This design comes from an exercise in tuning for small area on the open sky130 flow, not from production work.
At most, simulation tests tie the RTL to the original design; equivalence was not proved.
Power and IR-drop figures of this design are not reliable: the tool's default activity estimate is inflated in some of its runs.

==> run a: inputs <==
## prism_engine
module prism_engine (
    input  wire        clk,
    input  wire        rst,
    input  wire        start,
    input  wire        stop,
    input  wire [9:0]  entry,
    input  wire [10:0] len,
    input  wire [15:0] div,
    output reg  [2:0]  state,
    output reg  [3:0]  cause,
    output reg  [2:0]  start_err,
    output wire [9:0]  imem_addr,
    input  wire [31:0] imem_rdata,
    output reg         dmem_re,
    output reg         dmem_we,
    output reg  [7:0]  dmem_addr,
    output reg  [31:0] dmem_wdata,
    input  wire [31:0] dmem_rdata,
    input  wire [63:0] rtime,
    input  wire [7:0]  pin_in,
    output reg  [7:0]  pin_out,
    output reg  [7:0]  pin_oe,
    input  wire        in_valid,
    input  wire [31:0] in_data,
    output wire        in_ready,
    output wire [4:0]  in_level,
    output wire        out_valid,
    output wire [31:0] out_data,
    input  wire        out_ready,
    output wire [4:0]  out_level,
    output reg  [31:0] pub_word,
    output reg  [3:0]  irq
);
    localparam [2:0] ST_STOPPED = 3'd1, ST_RUNNING = 3'd3,
                     ST_HALTED  = 3'd4, ST_FAULTED = 3'd5;
    localparam [5:0] OP_NOP = 6'h00, OP_LDI = 6'h01, OP_LUI = 6'h02,
                     OP_MOV = 6'h03, OP_ADD = 6'h04, OP_SUB = 6'h05,
                     OP_AND = 6'h06, OP_OR  = 6'h07, OP_XOR = 6'h08,
                     OP_SHL = 6'h09, OP_SHR = 6'h0A, OP_SAR = 6'h0B,
                     OP_ADDI = 6'h0C, OP_MUL = 6'h0D, OP_LD = 6'h0E,
                     OP_ST  = 6'h0F, OP_JMP = 6'h10, OP_JCC = 6'h11,
                     OP_DJNZ = 6'h12, OP_CALL = 6'h13, OP_RET = 6'h14,
                     OP_HALT = 6'h15, OP_PDIR = 6'h18, OP_POUT = 6'h19,
  ...
Settings: LEC_CHECK=0, ABC_AREA=1, CAP_MARGIN=30, CORE_MARGIN=2, CORE_UTILIZATION=55, CTS_BUF_LIST=sky130_fd_sc_hd__clkbuf_8, CTS_CLUSTER_DIAMETER=80, CTS_CLUSTER_SIZE=14, SLEW_MARGIN=30; clock period 12.0 ns.
standard.sh (not shown) runs the stock make flow with config.mk's settings and CLKGATE_MAP_FILE= SYNTH_SCRIPT=/design/flow/synth_recipe.tcl, a recipe that flattens the netlist after the stock synthesis.
==> flow/flow/run.sh <==
#!/bin/bash
# Layout flow: the standard flow, with the port buffers made from the
# smallest plain buffer instead of the flow's default delay buffer.
set -o pipefail
export BUFFER_PORTS_ARGS="-buffer_cell sky130_fd_sc_hd__buf_1"
bash standard.sh 2>&1 | tee standard.log
==> run b: changes against run a <==
- CORE_UTILIZATION: 55 -> 45
==> qor summary <==
metric                                                                    run b           run a
Number of cell instances on the worst register-to-register path              35              31
Register Area                                                      0.04454 mm^2    0.04454 mm^2
Delay of the slowest cell on the worst path                              580 ps          670 ps
Switching power summed over all nets                                   12.47 mW        13.73 mW
Met3 wire len                                                          42580 um        61300 um
Insertion delay to the later sink of the worst-skew pair                1000 ps          990 ps
Arrival time at the worst endpoint                                      9080 ps         9200 ps
Worst setup margin                                                     523.4 ps        399.9 ps
Row count                                                                   160             145
WP depth                                                                     34              31
Routability congestion estimate from global placement                     1.092           1.138
Run status                                                       finished clean  finished clean
First-pass GRT wire length                                            555600 um       524500 um

========
==> run Z <==
Another version of the RTL of prism_engine (not shown whole).
clock: 12.0 ns
lec_check: 0
abc_area: 1
cap_margin: 20
core_margin: 2
core_utilization: 55
cts_buf_list: sky130_fd_sc_hd__clkbuf_8
gpl_timing_driven: 0
slew_margin: 20
run.sh (not shown) runs the stock make flow with config.mk's settings and CLKGATE_MAP_FILE= SYNTH_SCRIPT=/design/flow/synth_recipe.tcl, a recipe that flattens the netlist after the stock synthesis.
Stock flow here: none of the scripts above is used.
==> inputs of run A, as changes to run Z <==
--- a/flow/design.v
+++ b/flow/design.v
@@ -147,13 +147,13 @@
     end
     wire [31:0] imm17 = {{15{ir[16]}}, ir[16:0]};
     wire [31:0] add_b = is_sub ? ~vb :
                         (is_addi || is_ld || is_st || is_djnz) ? (imm17 | {32{is_djnz}}) :
                         vb;
     wire [32:0] add_y = {1'b0, va} + {1'b0, add_b} + {32'd0, is_sub};
-    wire daddr_bad = add_y[32] || (add_y[31:8] != 24'd0);
+    wire daddr_bad = (va[31:10] != 22'd0) || (add_y[10:8] != 3'd0);
     wire ill_core = (pc >= len_q) || op_bad || zero_bad ||
                     (is_call && sp[2]) ||
                     (is_ret  && sp == 3'd0);
     wire illegal  = ill_core || ((is_ld || is_st) && daddr_bad);
     function [31:0] rev32(input [31:0] x);
         integer k;
--- a/flow/config.mk
+++ b/flow/config.mk
@@ -5,10 +5,9 @@
 export SDC_FILE = /design/flow/constraint.sdc
 export NUM_CORES = 4
 export LEC_CHECK = 0
 export ABC_AREA = 1
 export CAP_MARGIN = 20
 export CORE_MARGIN = 2
-export CORE_UTILIZATION = 55
+export CORE_UTILIZATION = 45
 export CTS_BUF_LIST = sky130_fd_sc_hd__clkbuf_8
-export GPL_TIMING_DRIVEN = 0
 export SLEW_MARGIN = 20
==> inputs of run B, as changes to run Z <==
--- a/flow/design.v
+++ b/flow/design.v
@@ -147,13 +147,13 @@
     end
     wire [31:0] imm17 = {{15{ir[16]}}, ir[16:0]};
     wire [31:0] add_b = is_sub ? ~vb :
                         (is_addi || is_ld || is_st || is_djnz) ? (imm17 | {32{is_djnz}}) :
                         vb;
     wire [32:0] add_y = {1'b0, va} + {1'b0, add_b} + {32'd0, is_sub};
-    wire daddr_bad = add_y[32] || (add_y[31:8] != 24'd0);
+    wire daddr_bad = (va[31:10] != 22'd0) || (add_y[10:8] != 3'd0);
     wire ill_core = (pc >= len_q) || op_bad || zero_bad ||
                     (is_call && sp[2]) ||
                     (is_ret  && sp == 3'd0);
     wire illegal  = ill_core || ((is_ld || is_st) && daddr_bad);
     function [31:0] rev32(input [31:0] x);
         integer k;
==> flow/flow/run.sh (new file) <==
#!/bin/bash
# Layout flow: the standard flow, with the port buffers made from the
# smallest plain buffer instead of the flow's default delay buffer.
set -o pipefail
export BUFFER_PORTS_ARGS="-buffer_cell sky130_fd_sc_hd__buf_1"
bash standard.sh 2>&1 | tee standard.log
==> flow/standard.sh (new file) <==
#!/bin/bash
# synth_recipe.tcl (not shown) runs the flow's synth.tcl, then flattens the netlist and writes it again
# the make line also repeats each setting of config.mk as NAME=value (left out here)
make -C /OpenROAD-flow-scripts/flow DESIGN_CONFIG=/design/flow/config.mk WORK_HOME=/design/flow/orfs CLKGATE_MAP_FILE= SYNTH_SCRIPT=/design/flow/synth_recipe.tcl "${@:-finish}"
==> flow/config.mk (replaced) <==
export PLATFORM = sky130hd
export DESIGN_NAME = prism_engine
export DESIGN_NICKNAME = prism_engine
export VERILOG_FILES = /design/flow/design.v
export SDC_FILE = /design/flow/constraint.sdc
export NUM_CORES = 4
export LEC_CHECK = 0
export ABC_AREA = 1
export CAP_MARGIN = 30
export CORE_MARGIN = 2
export CORE_UTILIZATION = 50
export CTS_BUF_LIST = sky130_fd_sc_hd__clkbuf_8
export CTS_CLUSTER_DIAMETER = 80
export CTS_CLUSTER_SIZE = 14
export SLEW_MARGIN = 30
removed: flow/run.sh
==> inputs of run C, as changes to run Z <==
--- a/flow/design.v
+++ b/flow/design.v
@@ -147,13 +147,13 @@
     end
     wire [31:0] imm17 = {{15{ir[16]}}, ir[16:0]};
     wire [31:0] add_b = is_sub ? ~vb :
                         (is_addi || is_ld || is_st || is_djnz) ? (imm17 | {32{is_djnz}}) :
                         vb;
     wire [32:0] add_y = {1'b0, va} + {1'b0, add_b} + {32'd0, is_sub};
-    wire daddr_bad = add_y[32] || (add_y[31:8] != 24'd0);
+    wire daddr_bad = (va[31:10] != 22'd0) || (add_y[10:8] != 3'd0);
     wire ill_core = (pc >= len_q) || op_bad || zero_bad ||
                     (is_call && sp[2]) ||
                     (is_ret  && sp == 3'd0);
     wire illegal  = ill_core || ((is_ld || is_st) && daddr_bad);
     function [31:0] rev32(input [31:0] x);
         integer k;
==> flow/flow/run.sh (new file) <==
#!/bin/bash
# Layout flow: the standard flow, with the port buffers made from the
# smallest plain buffer instead of the flow's default delay buffer.
set -o pipefail
export BUFFER_PORTS_ARGS="-buffer_cell sky130_fd_sc_hd__buf_1"
bash standard.sh 2>&1 | tee standard.log
==> flow/standard.sh (new file) <==
#!/bin/bash
# synth_recipe.tcl (not shown) runs the flow's synth.tcl, then flattens the netlist and writes it again
# the make line also repeats each setting of config.mk as NAME=value (left out here)
make -C /OpenROAD-flow-scripts/flow DESIGN_CONFIG=/design/flow/config.mk WORK_HOME=/design/flow/orfs CLKGATE_MAP_FILE= SYNTH_SCRIPT=/design/flow/synth_recipe.tcl "${@:-finish}"
--- a/flow/config.mk
+++ b/flow/config.mk
@@ -5,10 +5,9 @@
 export SDC_FILE = /design/flow/constraint.sdc
 export NUM_CORES = 4
 export LEC_CHECK = 0
 export ABC_AREA = 1
 export CAP_MARGIN = 20
 export CORE_MARGIN = 2
-export CORE_UTILIZATION = 55
+export CORE_UTILIZATION = 45
 export CTS_BUF_LIST = sky130_fd_sc_hd__clkbuf_8
-export GPL_TIMING_DRIVEN = 0
 export SLEW_MARGIN = 20
removed: flow/run.sh
==> comparison table <==
Power in sequential cells: run A 6.14 mW; run Z 6.14 mW; run C 6.14 mW; run B 6.12 mW
Routing usage on met1: run A 0.5142; run Z 0.6169; run C 0.5037; run B 0.5565
Power density over the cells: run A 359.9 nW/um^2; run Z 313.1 nW/um^2; run C 353.8 nW/um^2; run B 358.4 nW/um^2
Pint: run A 18.33 mW; run Z 14.69 mW; run C 16.68 mW; run B 15.97 mW
Number of diodes: run A 13; run Z 21; run C 15; run B 22
Switching power: run A 17.38 mW; run Z 16.67 mW; run C 17.40 mW; run B 17.76 mW
Multi-input gate area: run A 36270 sq um; run Z 37270 sq um; run C 36250 sq um; run B 36310 sq um
Global-route usage over all layers: run A 0.3972; run Z 0.5062; run C 0.3853; run B 0.4232
Length of routed met2 wiring: run A 171000 microns; run Z 169800 microns; run C 167200 microns; run B 162200 microns
Post-synthesis share of cell area spent on and, or, nand and nor gates: run A 0.1539; run Z 0.1631; run C 0.1539; run B 0.1539
Share of the clock period used by the worst path after layout: run A 0.9658; run Z 1.000; run C 0.9315; run B 0.9638
Achievable frequency: run A 86.28 MHz; run Z 83.30 MHz; run C 89.46 MHz; run B 86.46 MHz
Share of final layout cell area taken by non-clock buffers: run A 0.07299; run Z 0.07858; run C 0.04344; run B 0.04934
Largest net degree at the start of global routing: run A 71; run Z 28; run C 71; run B 65
Synth Area in Compound Gates: run A 0.1484; run Z 0.1439; run C 0.1484; run B 0.1484
Count of cell types in the netlist: run A 82; run Z 90; run C 82; run B 82
Routed WL: run A 390100 microns; run Z 411700 microns; run C 379400 microns; run B 374600 microns
Run status: run A finished clean; run Z failed layout checks; run C finished clean; run B finished clean
Layout check failures: run A -; run Z setup timing; run C -; run B -
Via total after detailed routing: run A 74140; run Z 80880; run C 73740; run B 73830
Crit path kind: run A in -> out; run Z in -> reg; run C in -> out; run B in -> out
Flip-flop and latch share of the layout cell area: run A 0.4489; run Z 0.4448; run C 0.4625; run B 0.4733
CP Capture Point: run A dmem_re; run Z xs[32]; run C dmem_re; run B dmem_re
HPWL reported at the end of detailed placement: run A 287200 microns; run Z 303600 microns; run C 278600 microns; run B 276800 microns
Fraction of power spent switching nets: run A 0.4866; run Z 0.5316; run C 0.5105; run B 0.5265
Count of routing violations after the opening detailed-route iteration: run A 9225; run Z 14740; run C 9165; run B 10150
For run Z, only the layout was checked, not whether the RTL still works.

[separate check: timing with driven ports]
In the flow no input, the clock included, has a driving cell. The finished layouts below were timed again as built, in two steps.
Step 1, drivers: a clkbuf_16 drives clk and a buf_2 each remaining input, both assumed.
Step 2, shift: input delay + t, output delay - t, t = (earliest + latest rising clock arrival at the registers) / 2. This alone moves slack from input paths to output paths.
a / b / c = no drivers / after step 1 / after step 2; a / b = the first two.
| run | t, ns | slack for setup (ns) | clock arrival spread, ns | slew at the worst register clock pin (ns) | worst data-port slew with drivers (ns) |
|---|---|---|---|---|---|
| run a of note 1 | 1.041 | 0.400 / 0.378 / -0.236 | 0.097 / 0.096 | 0.11 / 0.11 | 0.14 |
| run b of note 1 | 1.051 | 0.523 / 0.503 / -0.343 | 0.084 / 0.084 | 0.11 / 0.11 | 0.13 |
| run Z of note 2 | 1.095 | -0.005 / -0.028 / -1.036 | 0.130 / 0.129 | 0.09 / 0.09 | 0.09 |
| run A of note 2 | 1.134 | 0.410 / 0.374 / 0.034 | 0.109 / 0.108 | 0.08 / 0.08 | 0.11 |
| run B of note 2 | 1.047 | 0.434 / 0.406 / 0.176 | 0.094 / 0.094 | 0.11 / 0.11 | 0.16 |
| run C of note 2 | 1.143 | 0.822 / 0.795 / 0.006 | 0.094 / 0.093 | 0.07 / 0.07 | 0.13 |
Met with ideal ports but missed after step 2: setup timing in run a of note 1 and run b of note 1. The setup slack of run Z of note 2, which loses most, moves by -0.023 ns with the drivers and by -1.031 ns with both steps.
